From an optimization exercise on the open Yosys and OpenROAD flow, aimed at small area, a short achievable clock period and few clock cycles per item; shortcuts taken in it are not production practice.
In this exercise RTL edits were held to simulation tests only and were not proved equivalent to the original.

==> 10-01: inputs <==
## dc_rs_decoder
module dc_rs_decoder (
  input  wire         clk,
  input  wire         rst,           
  input  wire         in_valid,
  output wire         in_ready,
  input  wire [159:0] in_sym,        
  input  wire         in_mark_a_vld,
  input  wire [4:0]   in_mark_a,
  input  wire         in_mark_b_vld,
  input  wire [4:0]   in_mark_b,
  output reg          out_valid,
  input  wire         out_ready,
  output reg  [127:0] out_data,      
  output reg  [1:0]   out_status,    
  output reg  [19:0]  out_changed,
  output reg          out_unmarked_vld,
  output reg  [4:0]   out_unmarked,
  output reg  [31:0]  out_synd
);
Settings: LEC_CHECK=0, ABC_AREA=1, CAP_MARGIN=20, CORE_MARGIN=2, CORE_UTILIZATION=40, PLACE_DENSITY=0.6, SLEW_MARGIN=20; clock period 22.0 ns.
run.sh (not shown) runs the stock make flow with config.mk's settings and CLKGATE_MAP_FILE= SYNTH_SCRIPT=/design/flow/synth_recipe.tcl, a recipe that flattens the netlist after the stock synthesis.
==> 03-27: changes against 10-01 <==
--- a/flow/design.v
+++ b/flow/design.v
@@ -1,9 +1,42 @@
 module rs_stage_a (
   input  wire [159:0] sym,
-  output wire [31:0]  synd
+  input  wire         va,
+  input  wire [4:0]   ma,
+  input  wire         vb,
+  input  wire [4:0]   mb,
+  output wire [31:0]  synd,
+  output wire [7:0]   l1,
+  output wire [7:0]   l2,
+  output wire [7:0]   lx
 );
+  function [7:0] chip_loc;
+    input [4:0] x;
+    begin
+      chip_loc[0] = (x == 5'd1) | (x == 5'd5) | (x == 5'd6) | (x == 5'd7) | (x == 5'd11) | (x == 5'd19);
+      chip_loc[1] = (x == 5'd0) | (x == 5'd4) | (x == 5'd5) | (x == 5'd6) | (x == 5'd10) | (x == 5'd18);
+      chip_loc[2] = (x == 5'd1) | (x == 5'd3) | (x == 5'd4) | (x == 5'd6) | (x == 5'd7) | (x == 5'd9) | (x == 5'd11) | (x == 5'd17);
+      chip_loc[3] = (x == 5'd0) | (x == 5'd1) | (x == 5'd2) | (x == 5'd3) | (x == 5'd7) | (x == 5'd8) | (x == 5'd10) | (x == 5'd11) | (x == 5'd16);
+      chip_loc[4] = (x == 5'd0) | (x == 5'd2) | (x == 5'd5) | (x == 5'd9) | (x == 5'd10) | (x == 5'd11) | (x == 5'd15);
+      chip_loc[5] = (x == 5'd1) | (x == 5'd4) | (x == 5'd8) | (x == 5'd9) | (x == 5'd10) | (x == 5'd14);
+      chip_loc[6] = (x == 5'd0) | (x == 5'd3) | (x == 5'd7) | (x == 5'd8) | (x == 5'd9) | (x == 5'd13);
+      chip_loc[7] = (x == 5'd2) | (x == 5'd6) | (x == 5'd7) | (x == 5'd8) | (x == 5'd12);
+    end
+  endfunction
+  function [7:0] lam2_of;
+    input [5:0] x;
+    begin
+      lam2_of[0] = (x == 6'd2) | (x == 6'd5) | (x == 6'd6) | (x == 6'd13) | (x == 6'd14) | (x == 6'd15) | (x == 6'd17) | (x == 6'd20) | (x == 6'd24) | (x == 6'd25) | (x == 6'd26) | (x == 6'd30) | (x == 6'd38);
+      lam2_of[1] = (x == 6'd1) | (x == 6'd4) | (x == 6'd5) | (x == 6'd12) | (x == 6'd13) | (x == 6'd14) | (x == 6'd16) | (x == 6'd19) | (x == 6'd23) | (x == 6'd24) | (x == 6'd25) | (x == 6'd29) | (x == 6'd37);
+      lam2_of[2] = (x == 6'd0) | (x == 6'd2) | (x == 6'd3) | (x == 6'd4) | (x == 6'd5) | (x == 6'd6) | (x == 6'd11) | (x == 6'd12) | (x == 6'd14) | (x == 6'd17) | (x == 6'd18) | (x == 6'd20) | (x == 6'd22) | (x == 6'd23) | (x == 6'd25) | (x == 6'd26) | (x == 6'd28) | (x == 6'd30) | (x == 6'd36);
+      lam2_of[3] = (x == 6'd1) | (x == 6'd3) | (x == 6'd4) | (x == 6'd6) | (x == 6'd10) | (x == 6'd11) | (x == 6'd14) | (x == 6'd15) | (x == 6'd16) | (x == 6'd19) | (x == 6'd20) | (x == 6'd21) | (x == 6'd22) | (x == 6'd26) | (x == 6'd27) | (x == 6'd29) | (x == 6'd30) | (x == 6'd35);
+      lam2_of[4] = (x == 6'd0) | (x == 6'd3) | (x == 6'd6) | (x == 6'd9) | (x == 6'd10) | (x == 6'd17) | (x == 6'd18) | (x == 6'd19) | (x == 6'd21) | (x == 6'd24) | (x == 6'd28) | (x == 6'd29) | (x == 6'd30) | (x == 6'd34);
+      lam2_of[5] = (x == 6'd2) | (x == 6'd5) | (x == 6'd8) | (x == 6'd9) | (x == 6'd16) | (x == 6'd17) | (x == 6'd18) | (x == 6'd20) | (x == 6'd23) | (x == 6'd27) | (x == 6'd28) | (x == 6'd29) | (x == 6'd33);
+      lam2_of[6] = (x == 6'd1) | (x == 6'd4) | (x == 6'd7) | (x == 6'd8) | (x == 6'd15) | (x == 6'd16) | (x == 6'd17) | (x == 6'd19) | (x == 6'd22) | (x == 6'd26) | (x == 6'd27) | (x == 6'd28) | (x == 6'd32);
+      lam2_of[7] = (x == 6'd0) | (x == 6'd3) | (x == 6'd6) | (x == 6'd7) | (x == 6'd14) | (x == 6'd15) | (x == 6'd16) | (x == 6'd18) | (x == 6'd21) | (x == 6'd25) | (x == 6'd26) | (x == 6'd27) | (x == 6'd31);
+    end
+  endfunction
   wire t160 = sym[5] ^ sym[14];
   wire t161 = sym[4] ^ sym[15];
   wire t162 = sym[22] ^ sym[74];
   wire t163 = sym[44] ^ sym[110];
   wire t164 = sym[0] ^ sym[3];
@@ -829,17 +862,26 @@
   wire t953 = t949 ^ t950;
   wire t954 = t951 ^ t467;
   wire t955 = t952 ^ t953;
   wire t956 = t954 ^ t955;
   assign synd[31] = t956;
+  wire       e2 = va & vb;
+  wire [7:0] xa = chip_loc(ma);
+  wire [7:0] xb = chip_loc(mb);
+  assign l1 = e2 ? (xa ^ xb) : (va ? xa : xb);
+  assign l2 = lam2_of({1'b0, ma} + {1'b0, mb});
+  assign lx = e2 ? xb : l1;
 endmodule
 module rs_stage_b1 (
   input  wire [31:0]  synd,
   input  wire         va,
   input  wire [4:0]   ma,
   input  wire         vb,
   input  wire [4:0]   mb,
+  input  wire [7:0]   l1,
+  input  wire [7:0]   l2,
+  input  wire [7:0]   lx,
   output wire [1:0]   status,
   output wire         en_p,      
   output wire         corr,      
   output wire [4:0]   p,
   output wire [7:0]   q,
@@ -873,23 +915,10 @@
       gf_sqr[5] = a[5];
       gf_sqr[6] = a[3] ^ a[5] ^ a[6];
       gf_sqr[7] = a[6];
     end
   endfunction
-  function [7:0] chip_loc;
-    input [4:0] x;
-    begin
-      chip_loc[0] = (x == 5'd1) | (x == 5'd5) | (x == 5'd6) | (x == 5'd7) | (x == 5'd11) | (x == 5'd19);
-      chip_loc[1] = (x == 5'd0) | (x == 5'd4) | (x == 5'd5) | (x == 5'd6) | (x == 5'd10) | (x == 5'd18);
-      chip_loc[2] = (x == 5'd1) | (x == 5'd3) | (x == 5'd4) | (x == 5'd6) | (x == 5'd7) | (x == 5'd9) | (x == 5'd11) | (x == 5'd17);
-      chip_loc[3] = (x == 5'd0) | (x == 5'd1) | (x == 5'd2) | (x == 5'd3) | (x == 5'd7) | (x == 5'd8) | (x == 5'd10) | (x == 5'd11) | (x == 5'd16);
-      chip_loc[4] = (x == 5'd0) | (x == 5'd2) | (x == 5'd5) | (x == 5'd9) | (x == 5'd10) | (x == 5'd11) | (x == 5'd15);
-      chip_loc[5] = (x == 5'd1) | (x == 5'd4) | (x == 5'd8) | (x == 5'd9) | (x == 5'd10) | (x == 5'd14);
-      chip_loc[6] = (x == 5'd0) | (x == 5'd3) | (x == 5'd7) | (x == 5'd8) | (x == 5'd9) | (x == 5'd13);
-      chip_loc[7] = (x == 5'd2) | (x == 5'd6) | (x == 5'd7) | (x == 5'd8) | (x == 5'd12);
-    end
-  endfunction
   function [7:0] loc_inv;
     input [4:0] x;
     begin
       loc_inv[0] = (x == 5'd0) | (x == 5'd1) | (x == 5'd2) | (x == 5'd7) | (x == 5'd9) | (x == 5'd10) | (x == 5'd11) | (x == 5'd12) | (x == 5'd16) | (x == 5'd17) | (x == 5'd19);
       loc_inv[1] = (x == 5'd0) | (x == 5'd1) | (x == 5'd2) | (x == 5'd3) | (x == 5'd8) | (x == 5'd10) | (x == 5'd11) | (x == 5'd12) | (x == 5'd13) | (x == 5'd17) | (x == 5'd18);
@@ -899,23 +928,10 @@
       loc_inv[5] = (x == 5'd4) | (x == 5'd6) | (x == 5'd7) | (x == 5'd8) | (x == 5'd9) | (x == 5'd13) | (x == 5'd14) | (x == 5'd16);
       loc_inv[6] = (x == 5'd0) | (x == 5'd5) | (x == 5'd7) | (x == 5'd8) | (x == 5'd9) | (x == 5'd10) | (x == 5'd14) | (x == 5'd15) | (x == 5'd17);
       loc_inv[7] = (x == 5'd0) | (x == 5'd1) | (x == 5'd6) | (x == 5'd8) | (x == 5'd9) | (x == 5'd10) | (x == 5'd11) | (x == 5'd15) | (x == 5'd16) | (x == 5'd18);
     end
   endfunction
-  function [7:0] lam2_of;
-    input [5:0] x;
-    begin
-      lam2_of[0] = (x == 6'd2) | (x == 6'd5) | (x == 6'd6) | (x == 6'd13) | (x == 6'd14) | (x == 6'd15) | (x == 6'd17) | (x == 6'd20) | (x == 6'd24) | (x == 6'd25) | (x == 6'd26) | (x == 6'd30) | (x == 6'd38);
-      lam2_of[1] = (x == 6'd1) | (x == 6'd4) | (x == 6'd5) | (x == 6'd12) | (x == 6'd13) | (x == 6'd14) | (x == 6'd16) | (x == 6'd19) | (x == 6'd23) | (x == 6'd24) | (x == 6'd25) | (x == 6'd29) | (x == 6'd37);
-      lam2_of[2] = (x == 6'd0) | (x == 6'd2) | (x == 6'd3) | (x == 6'd4) | (x == 6'd5) | (x == 6'd6) | (x == 6'd11) | (x == 6'd12) | (x == 6'd14) | (x == 6'd17) | (x == 6'd18) | (x == 6'd20) | (x == 6'd22) | (x == 6'd23) | (x == 6'd25) | (x == 6'd26) | (x == 6'd28) | (x == 6'd30) | (x == 6'd36);
-      lam2_of[3] = (x == 6'd1) | (x == 6'd3) | (x == 6'd4) | (x == 6'd6) | (x == 6'd10) | (x == 6'd11) | (x == 6'd14) | (x == 6'd15) | (x == 6'd16) | (x == 6'd19) | (x == 6'd20) | (x == 6'd21) | (x == 6'd22) | (x == 6'd26) | (x == 6'd27) | (x == 6'd29) | (x == 6'd30) | (x == 6'd35);
-      lam2_of[4] = (x == 6'd0) | (x == 6'd3) | (x == 6'd6) | (x == 6'd9) | (x == 6'd10) | (x == 6'd17) | (x == 6'd18) | (x == 6'd19) | (x == 6'd21) | (x == 6'd24) | (x == 6'd28) | (x == 6'd29) | (x == 6'd30) | (x == 6'd34);
-      lam2_of[5] = (x == 6'd2) | (x == 6'd5) | (x == 6'd8) | (x == 6'd9) | (x == 6'd16) | (x == 6'd17) | (x == 6'd18) | (x == 6'd20) | (x == 6'd23) | (x == 6'd27) | (x == 6'd28) | (x == 6'd29) | (x == 6'd33);
-      lam2_of[6] = (x == 6'd1) | (x == 6'd4) | (x == 6'd7) | (x == 6'd8) | (x == 6'd15) | (x == 6'd16) | (x == 6'd17) | (x == 6'd19) | (x == 6'd22) | (x == 6'd26) | (x == 6'd27) | (x == 6'd28) | (x == 6'd32);
-      lam2_of[7] = (x == 6'd0) | (x == 6'd3) | (x == 6'd6) | (x == 6'd7) | (x == 6'd14) | (x == 6'd15) | (x == 6'd16) | (x == 6'd18) | (x == 6'd21) | (x == 6'd25) | (x == 6'd26) | (x == 6'd27) | (x == 6'd31);
-    end
-  endfunction
   function [7:0] zi_of;
     input [5:0] x;
     begin
       zi_of[0] = (x == 6'd46) | (x == 6'd47) | (x == 6'd49) | (x == 6'd50) | (x == 6'd51) | (x == 6'd53) | (x == 6'd56) | (x == 6'd57) | (x == 6'd60) | (x == 6'd63) | (x == 6'd2) | (x == 6'd3) | (x == 6'd5) | (x == 6'd6) | (x == 6'd9) | (x == 6'd10) | (x == 6'd12) | (x == 6'd16) | (x == 6'd19);
       zi_of[1] = (x == 6'd45) | (x == 6'd46) | (x == 6'd48) | (x == 6'd49) | (x == 6'd54) | (x == 6'd58) | (x == 6'd60) | (x == 6'd62) | (x == 6'd2) | (x == 6'd4) | (x == 6'd6) | (x == 6'd10) | (x == 6'd15) | (x == 6'd16) | (x == 6'd18) | (x == 6'd19);
@@ -932,15 +948,11 @@
   wire [7:0] s2 = synd[23:16];
   wire [7:0] s3 = synd[31:24];
   wire       e2 = va & vb;
   wire       e1 = va ^ vb;
   wire [4:0] m1 = va ? ma : mb;
-  wire [7:0] xa = chip_loc(ma);
-  wire [7:0] xb = chip_loc(mb);
-  wire [7:0] l1 = e2 ? (xa ^ xb) : chip_loc(m1);
-  wire [7:0] l2 = lam2_of({1'b0, ma} + {1'b0, mb});
-  wire [7:0] p10 = gf_mul(e2 ? xb : l1, s0);
+  wire [7:0] p10 = gf_mul(lx, s0);
   wire [7:0] p11 = gf_mul(l1, s1);
   wire [7:0] p12 = gf_mul(l1, s2);
   wire [7:0] p20 = gf_mul(l2, s0);
   wire [7:0] p21 = gf_mul(l2, s1);
   wire [7:0] fa = e2 ? (s2 ^ p11 ^ p20) : e1 ? (s1 ^ p10) : s0;
@@ -1007,24 +1019,22 @@
   assign corr   = ~clean & (ok | allz);
   assign en_p   = corr & ok;
   assign status = clean ? 2'd0 : corr ? 2'd1 : 2'd3;
 endmodule
 module rs_stage_b2 (
-  input  wire [127:0] dat,
   input  wire [7:0]   s0,
   input  wire         va,
   input  wire [4:0]   ma,
   input  wire         vb,
   input  wire [4:0]   mb,
-  input  wire         en_p,
-  input  wire         corr,
   input  wire [4:0]   p,
   input  wire [7:0]   q,
   input  wire [7:0]   f1,
   input  wire [7:0]   il,
-  output wire [127:0] data,
-  output wire [19:0]  changed
+  output wire [7:0]   yp,
+  output wire [7:0]   mag_a,
+  output wire [7:0]   mag_b
 );
   function [7:0] gf_mul;
     input [7:0] a;
     input [7:0] b;
     integer k;
@@ -1070,24 +1080,44 @@
   wire       e1 = va ^ vb;
   wire [4:0] m1 = va ? ma : mb;
   wire [7:0] w   = gf_mul(f1, zi_of({1'b0, m1} - {1'b0, p}));
   wire [7:0] g   = gf_mul(loc_inv(mb), zi_of({1'b0, mb} - {1'b0, p}));
   wire [7:0] yp2 = gf_mul(w, g);
-  wire [7:0] yp  = e2 ? yp2 : e1 ? w : s0;
+  assign yp = e2 ? yp2 : e1 ? w : s0;
   wire [7:0] ya2 = gf_mul(q ^ w, il);
   wire [7:0] y1  = s0 ^ yp;
-  wire [7:0] mag_a = e2 ? ya2 : y1;
-  wire [7:0] mag_b = e2 ? (y1 ^ ya2) : y1;
+  assign mag_a = e2 ? ya2 : y1;
+  assign mag_b = e2 ? (y1 ^ ya2) : y1;
+endmodule
+module rs_stage_b3 (
+  input  wire [127:0] dat,
+  input  wire         va,
+  input  wire [4:0]   ma,
+  input  wire         vb,
+  input  wire [4:0]   mb,
+  input  wire         en_p,
+  input  wire         corr,
+  input  wire [4:0]   p,
+  input  wire [7:0]   yp,
+  input  wire [7:0]   mag_a,
+  input  wire [7:0]   mag_b,
+  output wire [127:0] data,
+  output wire [19:0]  changed
+);
+  wire yp_nz = |yp;
+  wire ma_nz = |mag_a;
+  wire mb_nz = |mag_b;
   genvar c;
   generate
     for (c = 0; c < 20; c = c + 1) begin : g_chip
-      wire [7:0] err = ({8{en_p & (p == c)}} & yp) |
-                       ({8{corr & va & (ma == c)}} & mag_a) |
-                       ({8{corr & vb & (mb == c)}} & mag_b);
-      assign changed[c] = |err;
+      wire sel_p = en_p & (p == c);
+      wire sel_a = corr & va & (ma == c);
+      wire sel_b = corr & vb & (mb == c);
+      assign changed[c] = (sel_p & yp_nz) | (sel_a & ma_nz) | (sel_b & mb_nz);
       if (c < 16) begin : g_dat
-        assign data[8*c +: 8] = dat[8*c +: 8] ^ err;
+        assign data[8*c +: 8] = dat[8*c +: 8] ^ ({8{sel_p}} & yp) ^
+                                ({8{sel_a}} & mag_a) ^ ({8{sel_b}} & mag_b);
       end
     end
   endgenerate
 endmodule
 module dc_rs_decoder (
@@ -1100,28 +1130,34 @@
   input  wire [4:0]   in_mark_a,
   input  wire         in_mark_b_vld,
   input  wire [4:0]   in_mark_b,
   output reg          out_valid,
   input  wire         out_ready,
-  output reg  [127:0] out_data,      
-  output reg  [1:0]   out_status,    
-  output reg  [19:0]  out_changed,
-  output reg          out_unmarked_vld,
-  output reg  [4:0]   out_unmarked,
-  output reg  [31:0]  out_synd
+  output wire [127:0] out_data,      
+  output wire [1:0]   out_status,    
+  output wire [19:0]  out_changed,
+  output wire         out_unmarked_vld,
+  output wire [4:0]   out_unmarked,
+  output wire [31:0]  out_synd
 );
   reg  r1_valid, r2_valid, sk_valid;
   wire adv3 = !out_valid || out_ready;
   wire adv2 = !r2_valid || adv3;
   wire adv1 = !r1_valid || adv2;
   wire take = in_valid && !sk_valid;
   assign in_ready = !sk_valid;
-  wire [31:0]  a_synd;
-  rs_stage_a u_a (.sym (in_sym), .synd (a_synd));
-  wire [171:0] a_beat = {in_mark_b_vld, in_mark_b, in_mark_a_vld, in_mark_a,
+  wire [31:0] a_synd;
+  wire [7:0]  a_l1, a_l2, a_lx;
+  rs_stage_a u_a (
+    .sym (in_sym),
+    .va (in_mark_a_vld), .ma (in_mark_a), .vb (in_mark_b_vld), .mb (in_mark_b),
+    .synd (a_synd), .l1 (a_l1), .l2 (a_l2), .lx (a_lx)
+  );
+  wire [195:0] a_beat = {a_l1, a_l2, a_lx,
+                         in_mark_b_vld, in_mark_b, in_mark_a_vld, in_mark_a,
                          a_synd, in_sym[127:0]};
-  reg  [171:0] sk_beat;
+  reg  [195:0] sk_beat;
   always @(posedge clk) begin
     if (rst) begin
       sk_valid <= 1'b0;
     end else if (take && !adv1) begin
       sk_valid <= 1'b1;
@@ -1134,10 +1170,11 @@
       sk_beat <= a_beat;
     end
   end
   reg [127:0] r1_dat;
   reg [31:0]  r1_synd;
+  reg [7:0]   r1_l1, r1_l2, r1_lx;
   reg         r1_va, r1_vb;
   reg [4:0]   r1_ma, r1_mb;
   always @(posedge clk) begin
     if (rst) begin
       r1_valid <= 1'b0;
@@ -1145,20 +1182,22 @@
       r1_valid <= sk_valid || take;
     end
   end
   always @(posedge clk) begin
     if (adv1 && (sk_valid || take)) begin
-      {r1_vb, r1_mb, r1_va, r1_ma, r1_synd, r1_dat} <= sk_valid ? sk_beat : a_beat;
+      {r1_l1, r1_l2, r1_lx, r1_vb, r1_mb, r1_va, r1_ma, r1_synd, r1_dat} <=
+        sk_valid ? sk_beat : a_beat;
     end
   end
   wire [1:0] b1_status;
   wire       b1_en_p, b1_corr;
   wire [4:0] b1_p;
   wire [7:0] b1_q, b1_f1, b1_il;
   rs_stage_b1 u_b1 (
     .synd (r1_synd),
     .va (r1_va), .ma (r1_ma), .vb (r1_vb), .mb (r1_mb),
+    .l1 (r1_l1), .l2 (r1_l2), .lx (r1_lx),
     .status (b1_status), .en_p (b1_en_p), .corr (b1_corr), .p (b1_p),
     .q (b1_q), .f1 (b1_f1), .il (b1_il)
   );
   reg [127:0] r2_dat;
   reg [31:0]  r2_synd;
@@ -1187,32 +1226,53 @@
       r2_p      <= b1_p;
       r2_va     <= r1_va;  r2_ma <= r1_ma;
       r2_vb     <= r1_vb;  r2_mb <= r1_mb;
     end
   end
-  wire [127:0] b2_data;
-  wire [19:0]  b2_changed;
+  wire [7:0] b2_yp, b2_mag_a, b2_mag_b;
   rs_stage_b2 u_b2 (
-    .dat (r2_dat), .s0 (r2_synd[7:0]),
+    .s0 (r2_synd[7:0]),
     .va (r2_va), .ma (r2_ma), .vb (r2_vb), .mb (r2_mb),
-    .en_p (r2_en_p), .corr (r2_corr), .p (r2_p),
-    .q (r2_q), .f1 (r2_f1), .il (r2_il),
-    .data (b2_data), .changed (b2_changed)
+    .p (r2_p), .q (r2_q), .f1 (r2_f1), .il (r2_il),
+    .yp (b2_yp), .mag_a (b2_mag_a), .mag_b (b2_mag_b)
   );
+  reg [127:0] r3_dat;
+  reg [31:0]  r3_synd;
+  reg [7:0]   r3_yp, r3_mag_a, r3_mag_b;
+  reg [1:0]   r3_status;
+  reg         r3_en_p, r3_corr;
+  reg [4:0]   r3_p;
+  reg         r3_va, r3_vb;
+  reg [4:0]   r3_ma, r3_mb;
   always @(posedge clk) begin
     if (rst) begin
       out_valid <= 1'b0;
     end else if (adv3) begin
       out_valid <= r2_valid;
     end
   end
   always @(posedge clk) begin
     if (adv3 && r2_valid) begin
-      out_data         <= b2_data;
-      out_changed      <= b2_changed;
-      out_status       <= r2_status;
-      out_unmarked_vld <= r2_en_p;
-      out_unmarked     <= r2_p;
-      out_synd         <= r2_synd;
+      r3_dat    <= r2_dat;
+      r3_synd   <= r2_synd;
+      r3_yp     <= b2_yp;
+      r3_mag_a  <= b2_mag_a;
+      r3_mag_b  <= b2_mag_b;
+      r3_status <= r2_status;
+      r3_en_p   <= r2_en_p;  r3_corr <= r2_corr;
+      r3_p      <= r2_p;
+      r3_va     <= r2_va;  r3_ma <= r2_ma;
+      r3_vb     <= r2_vb;  r3_mb <= r2_mb;
     end
   end
+  rs_stage_b3 u_b3 (
+    .dat (r3_dat),
+    .va (r3_va), .ma (r3_ma), .vb (r3_vb), .mb (r3_mb),
+    .en_p (r3_en_p), .corr (r3_corr), .p (r3_p),
+    .yp (r3_yp), .mag_a (r3_mag_a), .mag_b (r3_mag_b),
+    .data (out_data), .changed (out_changed)
+  );
+  assign out_status       = r3_status;
+  assign out_unmarked_vld = r3_en_p;
+  assign out_unmarked     = r3_p;
+  assign out_synd         = r3_synd;
 endmodule
--- a/flow/config.mk
+++ b/flow/config.mk
@@ -6,8 +6,8 @@
 export NUM_CORES = 4
 export LEC_CHECK = 0
 export ABC_AREA = 1
 export CAP_MARGIN = 20
 export CORE_MARGIN = 2
-export CORE_UTILIZATION = 40
-export PLACE_DENSITY = 0.6
+export CORE_UTILIZATION = 60
+export PLACE_DENSITY = 0.75
 export SLEW_MARGIN = 20
==> 09-19: changes against 10-01 <==
--- a/flow/config.mk
+++ b/flow/config.mk
@@ -6,8 +6,8 @@
 export NUM_CORES = 4
 export LEC_CHECK = 0
 export ABC_AREA = 1
 export CAP_MARGIN = 20
 export CORE_MARGIN = 2
-export CORE_UTILIZATION = 40
-export PLACE_DENSITY = 0.6
+export CORE_UTILIZATION = 55
+export PLACE_DENSITY = 0.7
 export SLEW_MARGIN = 20
==> summary.txt <==
Mapped Area 64500 sq um; vias in the first global route 60.0k; Post-Synthesis Cells 8892; Clock transition at path regs 70 ps; layout cell share with drive strength beyond 1 5.01%; Final period util 43.2%; ant diodes 9; CP arrival 9900 ps; core footprint 116000 sq um; seq_cells 741; status finished clean
(the above is from 09-19)
==> summary.txt <==
status finished clean; core footprint 112000 sq um; vias in the first global route 61.6k; seq_cells 806; Final period util 39.5%; Post-Synthesis Cells 9066; layout cell share with drive strength beyond 1 4.74%; CP arrival 4280 ps
(the above is from 03-27)
==> summary.txt <==
layout cell share with drive strength beyond 1 5.29%; ant diodes 4; status finished clean; Mapped Area 64500 sq um; seq_cells 741; vias in the first global route 57.1k; Post-Synthesis Cells 8892
(the above is from 10-01)
Testbench counts of 10-01, summed over its fixed seeds: cycles 16,024, items 16,000.
Testbench counts of 03-27, summed over its fixed seeds: cycles 16,024, items 16,000.
Testbench counts of 09-19, summed over its fixed seeds: cycles 16,024, items 16,000.

==> static timing again, ports no longer ideal <==
No port has a modelled driver above. Below, the same layouts with a new extraction and two added sets of constraints. Step 1 (the two cells are an assumption about what drives the block):
set clk [get_ports {clk}]
set_driving_cell -lib_cell sky130_fd_sc_hd__clkbuf_16 $clk
set_driving_cell -lib_cell sky130_fd_sc_hd__buf_2 [delete_from_list [all_inputs] $clk]
Step 2 also shifts input and output timing later by t, the mid clock arrival at the registers, as if the neighbouring blocks saw the same clock. Three values: ideal, step 1, step 2; two values: the first two.
| run | t (ns) | slack for setup (ns) | worst register clock-pin slew, ns |
|---|---|---|---|
| 10-01 | 0.774 | 12.266 / 12.266 / 12.266 | 0.07 / 0.07 |
| 03-27 | 0.765 | 13.317 / 13.233 / 13.718 | 0.08 / 0.08 |
| 09-19 | 0.732 | 12.486 / 12.486 / 12.486 | 0.08 / 0.08 |
After both steps setup and hold are still met in every run listed.
